Context: an optimization exercise on an open-source flow, tuned for small area, a short achievable clock period and few clock cycles per item. The choices shown serve that exercise and are no tape-out recipe. No run shown here included a check of the RTL's function; only the layout flow was run. Power figures rest on the tool's default switching activity, not on a simulated workload.

==> flow/design.v (outline; a module is shown in full before it is edited, if it fits) <==
// module anvil_bus_mac: 1744 lines
// module anvil_fa: 10 lines
// module anvil_ha: 9 lines
module anvil_bus_mac (
    input  wire        clk,
    input  wire        rst,
    input  wire        in_valid,
    output wire        in_ready,
    input  wire [39:0] in_sample,    
    input  wire [23:0] in_gain,      
    input  wire        in_last,
    output reg         out_valid,
    input  wire        out_ready,
    output reg  [39:0] out_value,    
    output reg         out_clip
);
  // ...
==> flow/flow/run.sh <==
#!/bin/bash
# The standard layout, except:
# - buffer_ports gives the ports sky130_fd_sc_hd__buf_2 buffers instead of
#   the delay buffers it picks by default (every port still gets a buffer);
# - repair_timing works to a setup slack margin, so that it improves the
#   paths that already meet the clock period. The clock, its period and the
#   constraints are the standard flow's.
set -euo pipefail
bash standard.sh "BUFFER_PORTS_ARGS=-buffer_cell sky130_fd_sc_hd__buf_2" "SETUP_SLACK_MARGIN=13.3" finish > standard.log 2>&1
==> flow/standard.sh <==
#!/bin/bash
# synth_recipe.tcl (not shown) runs the flow's synth.tcl, then flattens the netlist and writes it again
# the make line also repeats each setting of config.mk as NAME=value (left out here)
make -C /OpenROAD-flow-scripts/flow DESIGN_CONFIG=/design/flow/config.mk WORK_HOME=/design/flow/orfs CLKGATE_MAP_FILE= SYNTH_SCRIPT=/design/flow/synth_recipe.tcl "${@:-finish}"
==> flow/config.mk <==
export PLATFORM = sky130hd
export DESIGN_NAME = anvil_bus_mac
export DESIGN_NICKNAME = anvil_bus_mac
export VERILOG_FILES = /design/flow/design.v
export SDC_FILE = /design/flow/constraint.sdc
export NUM_CORES = 4
export LEC_CHECK = 0
export ABC_AREA = 1
export CAP_MARGIN = 20
export CORE_MARGIN = 2
export CORE_UTILIZATION = 40
export CTS_CLUSTER_DIAMETER = 100
export CTS_CLUSTER_SIZE = 24
export PLACE_DENSITY = 0.6
export SLEW_MARGIN = 20
export SYNTH_HIERARCHICAL = 1
==> flow/constraint.sdc <==
create_clock -name core_clock -period 18.0 [get_ports {clk}]
set_input_delay 3.6000 -clock core_clock [delete_from_list [all_inputs] [get_ports {clk}]]
set_output_delay 3.6000 -clock core_clock [all_outputs]
set_load 0.01 [all_outputs]
==> results.txt, run 1 <==
- Leak Pwr: 14.3 nW
- Fin cells: 4201
- Synth Area in Simple Gates: 5.26%
- Routed vias: 23.7k
- NetSw: 2.78 mW
- Critical path origin: out_value[6]
- CTS sink count: 303
- Logic gate share of total power: 69.2%
- Cell count after synthesis: 3148
- Main synth FF type: edfxtp_1
- Worst R2R Path Depth: 14
- Max reg flops: 46
- Commonest non-fill, non-tap cells in the layout: 520 x xor2_1, 469 x o22ai_1, 427 x fa_1, 299 x nand2_1, 294 x inv_1
- I/O pin count: 112
- Skew-Pair Late Insertion Delay: 0.60 ns
- WHS: 0.443 ns
- M1 GR Usage: 31.5%
- Number of distinct library cells after synthesis: 43
- Signal buf overhead: 4.06%
- Gr usage total: 22.5%
- Mapped Area: 32200 um^2
- Placed Cells: 4102
- RSZ-0062 raised after global routing: true
- Status: timing/DRC/antenna clean
- CP cell instances: buf_2
- Vias in the first global route: 23.5k
- Setup ws final: 13.23 ns
- Initial antenna violation count: 2
- Initial Util: 40.2%
- Largest cells by area after synthesis: fa_1 27%, edfxtp_1 23%, xor2_1 14%
- Die H: 288 um
- Number of diodes: 0
- Post-CTS Setup Bufs: 24
==> run 2, diff against run 1 <==
--- a/flow/design.v
+++ b/flow/design.v
@@ -10,42 +10,38 @@
     input  wire        out_ready,
     output reg  [39:0] out_value,    
     output reg         out_clip
 );
     localparam [39:0] MAX40 = 40'h7F_FFFF_FFFF;
     localparam [39:0] MIN40 = 40'h80_0000_0000;
     reg en, ei, rdy;
     assign in_ready = rdy;
-    wire [24:0] gx = {in_gain, 1'b0};
-    wire [11:0] dneg, done_, dtwo;
-    genvar j;
-    generate for (j = 0; j < 12; j = j + 1) begin : g_booth
-        wire b2 = gx[2*j+2], b1 = gx[2*j+1], b0 = gx[2*j];
-        assign dneg[j]  = b2;
-        assign done_[j] = b1 ^ b0;
-        assign dtwo[j]  = (b2 & ~b1 & ~b0) | (~b2 & b1 & b0);
-    end endgenerate
     reg [39:0] s_r;
-    reg [11:0] bneg, bone, btwo;
-    reg        gnz;           
+    reg [23:0] g_r;
     reg        i_v, i_l;
     always @(posedge clk) begin
         if (ei) begin
             s_r  <= in_sample;
-            bneg <= dneg;
-            bone <= done_;
-            btwo <= dtwo;
-            gnz  <= |in_gain;
+            g_r  <= in_gain;
             i_l  <= in_last;
         end
         if (rst)      i_v <= 1'b0;
         else if (rdy) i_v <= in_valid;
     end
-    wire pneg = (s_r[39] ^ bneg[11]) & (|s_r) & gnz;
+    wire [24:0] gx = {g_r, 1'b0};
+    wire [11:0] bneg, bone, btwo;
+    genvar j;
+    generate for (j = 0; j < 12; j = j + 1) begin : g_booth
+        wire b2 = gx[2*j+2], b1 = gx[2*j+1], b0 = gx[2*j];
+        assign bneg[j] = b2;
+        assign bone[j] = b1 ^ b0;
+        assign btwo[j] = (b2 & ~b1 & ~b0) | (~b2 & b1 & b0);
+    end endgenerate
+    wire pneg = (s_r[39] ^ g_r[23]) & (|s_r) & (|g_r);
     wire [41:0] sx = {s_r[39], s_r, 1'b0};
     wire [40:0] pp0 = (({41{bone[0]}} & sx[41:1]) | ({41{btwo[0]}} & sx[40:0])) ^ {41{bneg[0]}};
     wire [40:0] pp1 = (({41{bone[1]}} & sx[41:1]) | ({41{btwo[1]}} & sx[40:0])) ^ {41{bneg[1]}};
     wire [40:0] pp2 = (({41{bone[2]}} & sx[41:1]) | ({41{btwo[2]}} & sx[40:0])) ^ {41{bneg[2]}};
     wire [40:0] pp3 = (({41{bone[3]}} & sx[41:1]) | ({41{btwo[3]}} & sx[40:0])) ^ {41{bneg[3]}};
     wire [40:0] pp4 = (({41{bone[4]}} & sx[41:1]) | ({41{btwo[4]}} & sx[40:0])) ^ {41{bneg[4]}};
     wire [40:0] pp5 = (({41{bone[5]}} & sx[41:1]) | ({41{btwo[5]}} & sx[40:0])) ^ {41{bneg[5]}};
     wire [40:0] pp6 = (({41{bone[6]}} & sx[41:1]) | ({41{btwo[6]}} & sx[40:0])) ^ {41{bneg[6]}};
==> run 2 against run 1 <==
Effect of this change: non-clock buffer count increased by 124; critical path depth increased by 8; die area decreased by 1.6%; highest routed layer unchanged; fmax decreased by 1.0%; design area increased by 5.5%; count of clock-buffer cells in the layout decreased by 1; via count increased by 4.6%; setup slack got worse by 0.049 ns; global-route usage increased by 1.9 points; final cell count about the same; utilization increased by 3.2 points; sequential cell count decreased by 13.
==> results.txt, run 2 <==
- Status: timing/DRC/antenna clean (unchanged)
- Endpoints failing setup: 0 (unchanged)
- Critical path origin: s_r[10] (was out_value[6])
- Rel. slew slack: 29.1% (was 27.8%)
- Pwr Density: 170 nW/um^2 (was 177 nW/um^2)
- Critical path required time: 18.30 ns (was 14.40 ns)
- IO Port Bufs: 111 (unchanged)
- Switching share of power: 44.4% (was 45.2%)
- Routed vias: 24.8k (was 23.7k)
- Fin cells: 4204 (was 4201)
- Met3 WL post-DR: 13500 um (was 9780 um)
- F_max: 207 MHz (was 210 MHz)
- Synth top area share: 27.0% (was 26.5%)
- TritonCTS clock tree: built (unchanged)
- Core Footprint: 78700 um^2 (was 80200 um^2)
- Critical Path Fanout Max: 12 (was 1)
- Drt first pass iters: 9 (was 5)
- Initial Util: 40.3% (was 40.2%)
- Maximum capacitance violations: 0 (unchanged)
- Number of distinct library cells after synthesis: 45 (was 43)
- Sequential share of the synthesized area: 25.7% (was 26.5%)
- Worst R2R Path Depth: 9 (was 14)
- Leading cell type in the layout, fill and taps excluded: xor2_1 (unchanged)
- RSZ-0062 raised after global routing: true (unchanged)
- First-pass GRT wire length: 152000 um (was 144000 um)
- Synth Register Bits: 290 (was 303)
- Reg clk slew, reported paths: 0.10 ns (was 0.09 ns)
- Max reg flops: 46 (unchanged)
- CTS sink count: 290 (was 303)
- TritonCTS buffer count: 19 (was 20)
- NetSw: 2.76 mW (was 2.78 mW)
- Top post-synthesis cells by count: 509 x xor2_1, 468 x o22ai_1, 427 x fa_1 (was 521 x xor2_1, 469 x o22ai_1, 427 x fa_1)
- Internal power: 3.46 mW (was 3.37 mW)
- Number of flops mapped to enable cells by yosys: 235 (was 248)
- Die area: 81600 um^2 (was 82900 um^2)
- Logic gate share of total power: 70.4% (was 69.2%)
- Wirelength per Cell: 24.9 um (was 22.4 um)
- Iter 0 DRT Violations: 3172 (was 2537)
- Worst-Margin Slew: 1.06 ns (was 1.08 ns)
- Top layer in use: met5 (unchanged)
- Final wirelength: 105000 um (was 93900 um)
- Clock Skews: 0.0504 ns (was 0.0294 ns)
- R2r endpoint: m_c[4] (was m_k)
- Crit end category: flip-flop (was output pin)
- Number of diodes: 0 (unchanged)
- Main synth FF type: edfxtp_1 (unchanged)
- Clock root buffer: clkbuf_16 (unchanged)
- Period utilisation layout: 26.8% (was 26.5%)
- Placed Cells: 3983 (was 4102)
- Yosys warns: 7 (unchanged)
- Area leader, netlist: fa_1 (unchanged)
- Clk buf depth: 3 (unchanged)
- I/O pin count: 112 (unchanged)
- Largest cells by area after synthesis: fa_1 27%, edfxtp_1 22%, xor2_1 14% (was fa_1 27%, edfxtp_1 23%, xor2_1 14%)
- Clock share of power: 7.7% (was 8.2%)
- Sequential share of power: 21.8% (was 22.6%)
- Cell count after synthesis: 3033 (was 3148)
- Met2 wire len: 43500 um (was 41200 um)
- Cell Rows: 103 (was 104)
- Peak supply drop: 116 uV (was 154 uV)
- Placer Congestion: 0.929 (was 0.899)
- Post-route DRC: 0 (unchanged)
- Mapped Area: 31700 um^2 (was 32200 um^2)
- CP startpoint kind: flip-flop (unchanged)
- RR Startpoint: s_r[10] (was bneg[7])
- Final hold viol count: 0 (unchanged)
- Syn Area/Cell: 10.5 um^2 (was 10.2 um^2)
- Final Slew Violations: 0 (unchanged)
- Final min period: 4.82 ns (was 4.77 ns)
- Top-count cell post-synth: xor2_1 (unchanged)
- Commonest non-fill, non-tap cells in the layout: 506 x xor2_1, 462 x o22ai_1, 414 x fa_1, 235 x edfxtp_1, 230 x inv_1 (was 520 x xor2_1, 469 x o22ai_1, 427 x fa_1, 299 x nand2_1, 294 x inv_1)
- Fin nets: 3815 (was 3801)
- Htree depth: 1 (unchanged)
- Final TNS setup: 0 ns (unchanged)
- Critical path type: reg2reg (was reg2out)
- Biggest register: acc (unchanged)
- M1 wire length: 41100 um (was 39900 um)
- Async set-reset flop share out of synthesis: 0% (unchanged)
- Flop-to-flop setup slack: 13.18 ns (was 13.27 ns)
- Hpwl dp: 62300 um (was 63200 um)
- Initial antenna violation count: 1 (was 2)
- Die width: 286 um (was 288 um)
- Area delta synth->final: 15.6% (was 7.76%)
- Hold Path Class: reg2reg (unchanged)
- Vias in the first global route: 24.6k (was 23.5k)
- Drt via density: 5.90 (was 5.64)
- Die H: 286 um (was 288 um)
- Global route overflow: 0 (unchanged)
- Largest net degree at the start of global routing: 65 (was 71)
- CP arrival: 5.13 ns (was 1.17 ns)
- Largest regs: acc x46, m_c x43, m_s x43 (unchanged)
- Leak Pwr: 15.1 nW (was 14.3 nW)
- Routed Antenna Nets: 0 (unchanged)
- Fraction of layout cells with a size suffix above 1: 16.9% (was 10.8%)
- Skew-Pair Late Insertion Delay: 0.58 ns (was 0.60 ns)
- CP endpoint: m_c[4] (was out_value[6])
- Syn nets: 3707 (was 3822)
- Gr usage total: 24.4% (was 22.5%)
[run 2: cell count changes after synthesis, sizes merged, moves of 32 or more]
cell / delta
clkbuf: -37
nor2: +32
buf: +38
inv: -62
nand2: -73
a21oi: -32
a2bb2oi: +38
[run 2: power by group through the flow]
stage	logic, mW	clock network [mW]	registers, mW
finish	4.38	0.482	1.36
global route	5.03	0.526	1.37
CTS	4.32	0.504	1.35
detailed placement	4.18	0	1.37
global placement	4.04	0	1.36
floorplan	3.01	0	1.34
[run 2: stage by stage]
step	setup WS [ns]	hold WS, ns	util (%)	instance area, um^2	power, mW
floorplan	13.36	0.400	-	31700	4.35
global placement	11.95	0.405	41.7	32800	5.41
detailed placement	11.93	0.409	41.7	32800	5.55
CTS	13.20	0.433	45.5	35800	6.17
global route	13.11	0.463	46.5	36600	6.93
finish	13.18	0.431	46.5	36600	6.22
[run 2: what timing repair did]
action	in CTS	in global routing
hold buffers	0	0
gates cloned	39	12
endpoints found under the setup margin	130	140
pin swaps	23	34
gates resized for setup	155	78
buffers inserted	87	49
[run 2: critical path, cell delays in order (launching register included)]
cell	delay, ns
edfxtp_1	0.62
clkinvlp_2	0.74
o22ai_1	0.41
xor2_1	0.25
fa_1	0.45
fa_1	0.40
fa_1	0.46
fa_1	0.45
fa_1	0.44
ha_1	0.32
[run 2: Yosys stat by module (local to each module, per instance)]
| module | cells inside | copies in the design | flops+latches | area (um^2) |
|---|---|---|---|---|
| anvil_bus_mac | 2605 | 1 | 290 | 23500 |
| anvil_ha | 1 | 47 | 0 | 12.5 |
| anvil_fa | 1 | 381 | 0 | 20.0 |
[run 2: cell families after synthesis]
group                    Yosys count  synth area share, %
AO/OA/AOI/OAI                    693                 13.8
XOR/XNOR                         522                 14.5
adder cells (fa/ha/maj)          605                 34.0
buffers and inverters            542                 7.14
flip-flops                       290                 25.7
AND/OR/NAND/NOR                  381                 4.89
[run 2: cell type report]
class | count | area (um^2)
Clock buffer | 23 | 490
Timing Repair Buffer | 336 | 3460
Inverter | 274 | 1170
Clock inverter | 11 | 158
Fill cell | 7177 | 42100
Sequential cell | 290 | 8170
Timing Repair inverter | 15 | 105
Tap cell | 1050 | 1310
Multi-Input combinational cell | 2205 | 21800
[run 2: how the worst min path moves through the flow]
| stage | start | to | slack (ns) | cells after the start |
|---|---|---|---|---|
| after global routing | i_l | m_l | 0.46 | 0 |
| after detailed placement | i_l | m_l | 0.41 | 0 |
| after global placement | i_l | m_l | 0.41 | 0 |
| final | i_l | m_l | 0.43 | 0 |
| after CTS | i_l | m_l | 0.43 | 0 |
| after floorplan | i_l | m_l | 0.40 | 0 |
[run 2: per-layer routing]
metal	up-vias	track usage, %
met3	430	7.23
li1	10586	-
met5	-	0.698
met2	1692	36.5
met1	12087	32.6
met4	6	10.9

[static timing again, ports no longer ideal]
Ports are ideal in the flow. The routed layouts listed here were re-timed in OpenROAD. Step 1 (the two cells are an assumption about what drives the block):
set clk [get_ports {clk}]
set_driving_cell -lib_cell sky130_fd_sc_hd__clkbuf_16 $clk
set_driving_cell -lib_cell sky130_fd_sc_hd__buf_2 [delete_from_list [all_inputs] $clk]
Step 2, shift: input delay + t, output delay - t, t = (earliest + latest rising clock arrival at the registers) / 2. This alone moves slack from input paths to output paths. a / b / c = ideal ports / drivers / drivers and shift; a / b = the first two.
| run | t, ns | setup slack, ns | worst slew at a driven data input, ns |
|---|---|---|---|
| run 1 | 0.653 | 13.228 / 13.160 / 12.929 | 0.06 |
| run 2 | 0.625 | 13.178 / 13.178 / 13.134 | 0.07 |
After both steps every run listed still meets setup and hold. The setup slack of run 1, which loses most, moves by -0.068 ns with the drivers and by -0.299 ns with both steps.
